What follows belongs to an exercise in optimizing a design on an open flow for small area, a short achievable clock period and few clock cycles per item; a production flow would make more cautious choices.
At most, simulation tests tie the RTL to the original design; equivalence was not proved.

==> exp/pepper <==
Design sr_convert, start of the top module:
module sr_convert (
    input  wire        clk,
    input  wire        rst,
    input  wire        in_valid,
    output wire        in_ready,
    input  wire [31:0] in_value,
    input  wire [1:0]  in_fmt,       
    input  wire        in_rnd,       
    input  wire        in_sat,
    input  wire [63:0] in_seed,
    input  wire [63:0] in_step,
    input  wire [31:0] in_tensor,
    input  wire [7:0]  in_tag,
    input  wire [47:0] in_coord,
    output reg         out_valid,
    input  wire        out_ready,
    output reg  [15:0] out_code,
    output reg  [2:0]  out_flags     
);
==> flow/config.mk <==
export PLATFORM = sky130hd
export DESIGN_NAME = sr_convert
export DESIGN_NICKNAME = sr_convert
export VERILOG_FILES = /design/flow/design.v
export SDC_FILE = /design/flow/constraint.sdc
export NUM_CORES = 4
export LEC_CHECK = 0
export CAP_MARGIN = 20
export CORE_MARGIN = 2
export CORE_UTILIZATION = 40
export SLEW_MARGIN = 20
==> flow/constraint.sdc <==
create_clock -name core_clock -period 25.0 [get_ports {clk}]
set_input_delay 5.0000 -clock core_clock [delete_from_list [all_inputs] [get_ports {clk}]]
set_output_delay 5.0000 -clock core_clock [all_outputs]
set_load 0.01 [all_outputs]
standard.sh (not shown) runs the stock make flow with config.mk's settings and CLKGATE_MAP_FILE= SYNTH_SCRIPT=/design/flow/synth_recipe.tcl, a recipe that flattens the netlist after the stock synthesis.
==> flow/flow/run.sh <==
#!/bin/bash
# Layout flow: the standard flow (standard.sh), with timing repair asked to
# leave SETUP_MARGIN ns of setup slack at the design's own clock period, so that
# the layout is optimised for the period it reaches rather than only for the
# period it is checked at. The constraints (constraint.sdc) are not changed.
# Each tool's full output stays in orfs/logs/; make's output goes to flow.log.
set -euo pipefail
MARGIN=$(cat flow/setup_margin)
bash standard.sh SETUP_SLACK_MARGIN="$MARGIN" finish > flow.log 2>&1
==> flow/flow/setup_margin <==
18
==> exp/sierra: changes against exp/pepper <==
--- a/flow/design.v
+++ b/flow/design.v
@@ -5259,20 +5259,18 @@
     reg        rdy;
     reg [3:0]  mode;
     reg        sel_f;
     reg [63:0] pa;                   
     reg [1:0]  r1_tag;
     reg [63:0] r1_b;
-    reg [31:0] r1_value;
-    reg [1:0]  r1_fmt;
-    reg        r1_rnd, r1_sat;
+    reg [18:0] r1_lo, r1_hi;
+    reg [15:0] r1_frac;
     reg        r2_item;
     reg [15:0] r2_r;
-    reg [31:0] r2_value;
-    reg [1:0]  r2_fmt;
-    reg        r2_rnd, r2_sat;
+    reg [18:0] r2_lo, r2_hi;
+    reg [15:0] r2_frac;
     reg [18:0] ob0, ob1, ob2;        
     reg [1:0]  ocnt, ord, owr;
     assign in_ready = rdy;
     wire V2 = r0_fix | (v2 & r0_eq2);
     wire V3 = r0_fix | (v3 & r0_eq3);
     wire miss = r0_rnd & ~V3;
@@ -5346,50 +5344,48 @@
         endcase
     end
     wire [63:0] a  = sel_f ? (h3a ^ {16'd0, r0_acoord}) : pa;
     wire [63:0] na = ~(sel_f ? (h3a ^ {16'd0, r0_acoord}) : pa);
     wire [63:0] b;
     sr_mul1 u_mul1 (.a(a), .na(na), .p(b));
+    wire [18:0] cv_lo, cv_hi;
+    wire [15:0] cv_frac;
+    fp_narrow u_conv (
+        .x(r0_value), .fmt(r0_fmt), .rnd(r0_rnd), .sat(r0_sat),
+        .lo(cv_lo), .hi(cv_hi), .frac(cv_frac));
     always @(posedge clk) begin
         if (rst)
             r1_tag <= T_NONE;
         else
             case (mode)
                 M_F:        r1_tag <= leave ? T_ITEM : T_NONE;
                 M_R1, M_R2: r1_tag <= T_H2;
                 M_R3:       r1_tag <= T_H3;
                 default:    r1_tag <= T_NONE;
             endcase
-        r1_b     <= b;
-        r1_value <= r0_value;
-        r1_fmt   <= r0_fmt;
-        r1_rnd   <= r0_rnd;
-        r1_sat   <= r0_sat;
+        r1_b    <= b;
+        r1_lo   <= cv_lo;
+        r1_hi   <= cv_hi;
+        r1_frac <= cv_frac;
     end
     wire [63:0] c  = r1_b ^ (r1_b >> 27);
     wire [63:0] nc = ~(r1_b ^ (r1_b >> 27));
     wire [63:0] d;
     sr_mul2 u_mul2 (.a(c), .na(nc), .p(d));
     wire [63:0] y = d ^ (d >> 31);
     always @(posedge clk) begin
         if (r1_tag == T_H2) h2  <= y;
         if (r1_tag == T_H3) h3a <= xs30(y);
         r2_item <= ~rst & r1_item;
-        r2_r     <= y[15:0];
-        r2_value <= r1_value;
-        r2_fmt   <= r1_fmt;
-        r2_rnd   <= r1_rnd;
-        r2_sat   <= r1_sat;
+        r2_r    <= y[15:0];
+        r2_lo   <= r1_lo;
+        r2_hi   <= r1_hi;
+        r2_frac <= r1_frac;
     end
-    wire [18:0] cv_lo, cv_hi;
-    wire [15:0] cv_frac;
-    fp_narrow u_conv (
-        .x(r2_value), .fmt(r2_fmt), .rnd(r2_rnd), .sat(r2_sat),
-        .lo(cv_lo), .hi(cv_hi), .frac(cv_frac));
-    wire [16:0] srsum = {1'b0, r2_r} + {1'b0, cv_frac};
-    wire [18:0] res   = srsum[16] ? cv_hi : cv_lo;
+    wire [16:0] srsum = {1'b0, r2_r} + {1'b0, r2_frac};
+    wire [18:0] res   = srsum[16] ? r2_hi : r2_lo;
     reg [18:0] obr;
     always @* begin
         case (ord)
             2'd0:    obr = ob0;
             2'd1:    obr = ob1;
             default: obr = ob2;
==> flow/flow/setup_margin (replaced) <==
19
==> exp/cedar: changes against exp/pepper <==
==> flow/flow/setup_margin (replaced) <==
17
==> comparison <==
Against exp/cedar, the count of clock-buffer cells in the layout of exp/sierra is higher by 4.
The highest worst setup slack belongs to exp/sierra, the lowest to exp/cedar.
Against exp/cedar, the area after synthesis of exp/sierra is larger by 3.6%.
Utilization: exp/sierra is higher than exp/pepper (2.9 points).
The highest worst hold slack belongs to exp/sierra, the lowest to exp/pepper.
==> figures <==
item	exp/pepper	exp/cedar	exp/sierra
Post-detailed-route wirelength per cell	29.7 µm	29.3 µm	30.0 µm
Sequential fraction of total cell area	0.222	0.240	0.209
Clock-cell share of area	0.0332	0.0316	0.0312
Site row count	148	148	151
Outcome	finished clean	finished clean	finished clean
Area of the core	163000 µm²	163000 µm²	169000 µm²
Sequential standard cell area	18600 µm²	18500 µm²	19300 µm²
Slack of the worst reg-to-reg path	17.71 ns	17.11 ns	17.97 ns
Detailed-routed wire length on met2	116000 µm	111000 µm	126000 µm
Die outline width	410 µm	410 µm	417 µm
Number of synthesized register bits	694	694	726
Antenna violations before repair	10	3	11
Synthesized-area fraction occupied by ao, oa, aoi and oai cells	0.0783	0.0783	0.0961
Testbench counts of exp/pepper, summed over its fixed seeds: cycles 12,959, items 12,000.
Testbench counts of exp/cedar, summed over its fixed seeds: cycles 12,959, items 12,000.
For exp/sierra, only the layout was checked, not whether the RTL still works.

## afterwards: timing with drivers on the ports
The results above use ideal ports. As a check the final layouts listed here were re-extracted and re-timed, cells and wires unchanged. Step 1 sets driving cells, clkbuf_16 on the clock port and buf_2 on the other inputs (assumed; they add their load-dependent delay and slew). Step 2 adds t to the input delays and takes it off the output delays; t is the mean of the earliest and latest rising clock arrival at the registers after step 1. Input paths then give back, and output paths get back, about the clock's delay inside the block. Slacks: ideal ports / drivers / drivers and shift; pairs: ideal ports / drivers.
| run | t, ns | setup slack, ns | hold WS [ns] | worst setup path at the end | pins driven straight from the clock port |
|---|---|---|---|---|---|
| exp/pepper | 0.764 | 17.707 / 17.707 / 17.338 | 0.271 / 0.271 / 0.271 | input to register | 1 |
| exp/sierra | 0.802 | 17.967 / 17.967 / 17.347 | 0.324 / 0.324 / 0.324 | input to register | 1 |
| exp/cedar | 0.774 | 17.106 / 17.106 / 16.756 | 0.283 / 0.283 / 0.283 | input to register | 1 |
After both steps setup and hold are still met in every run listed. For exp/sierra, which loses most, drivers alone change the setup slack by 0.000 ns; drivers and shift together by -0.620 ns.
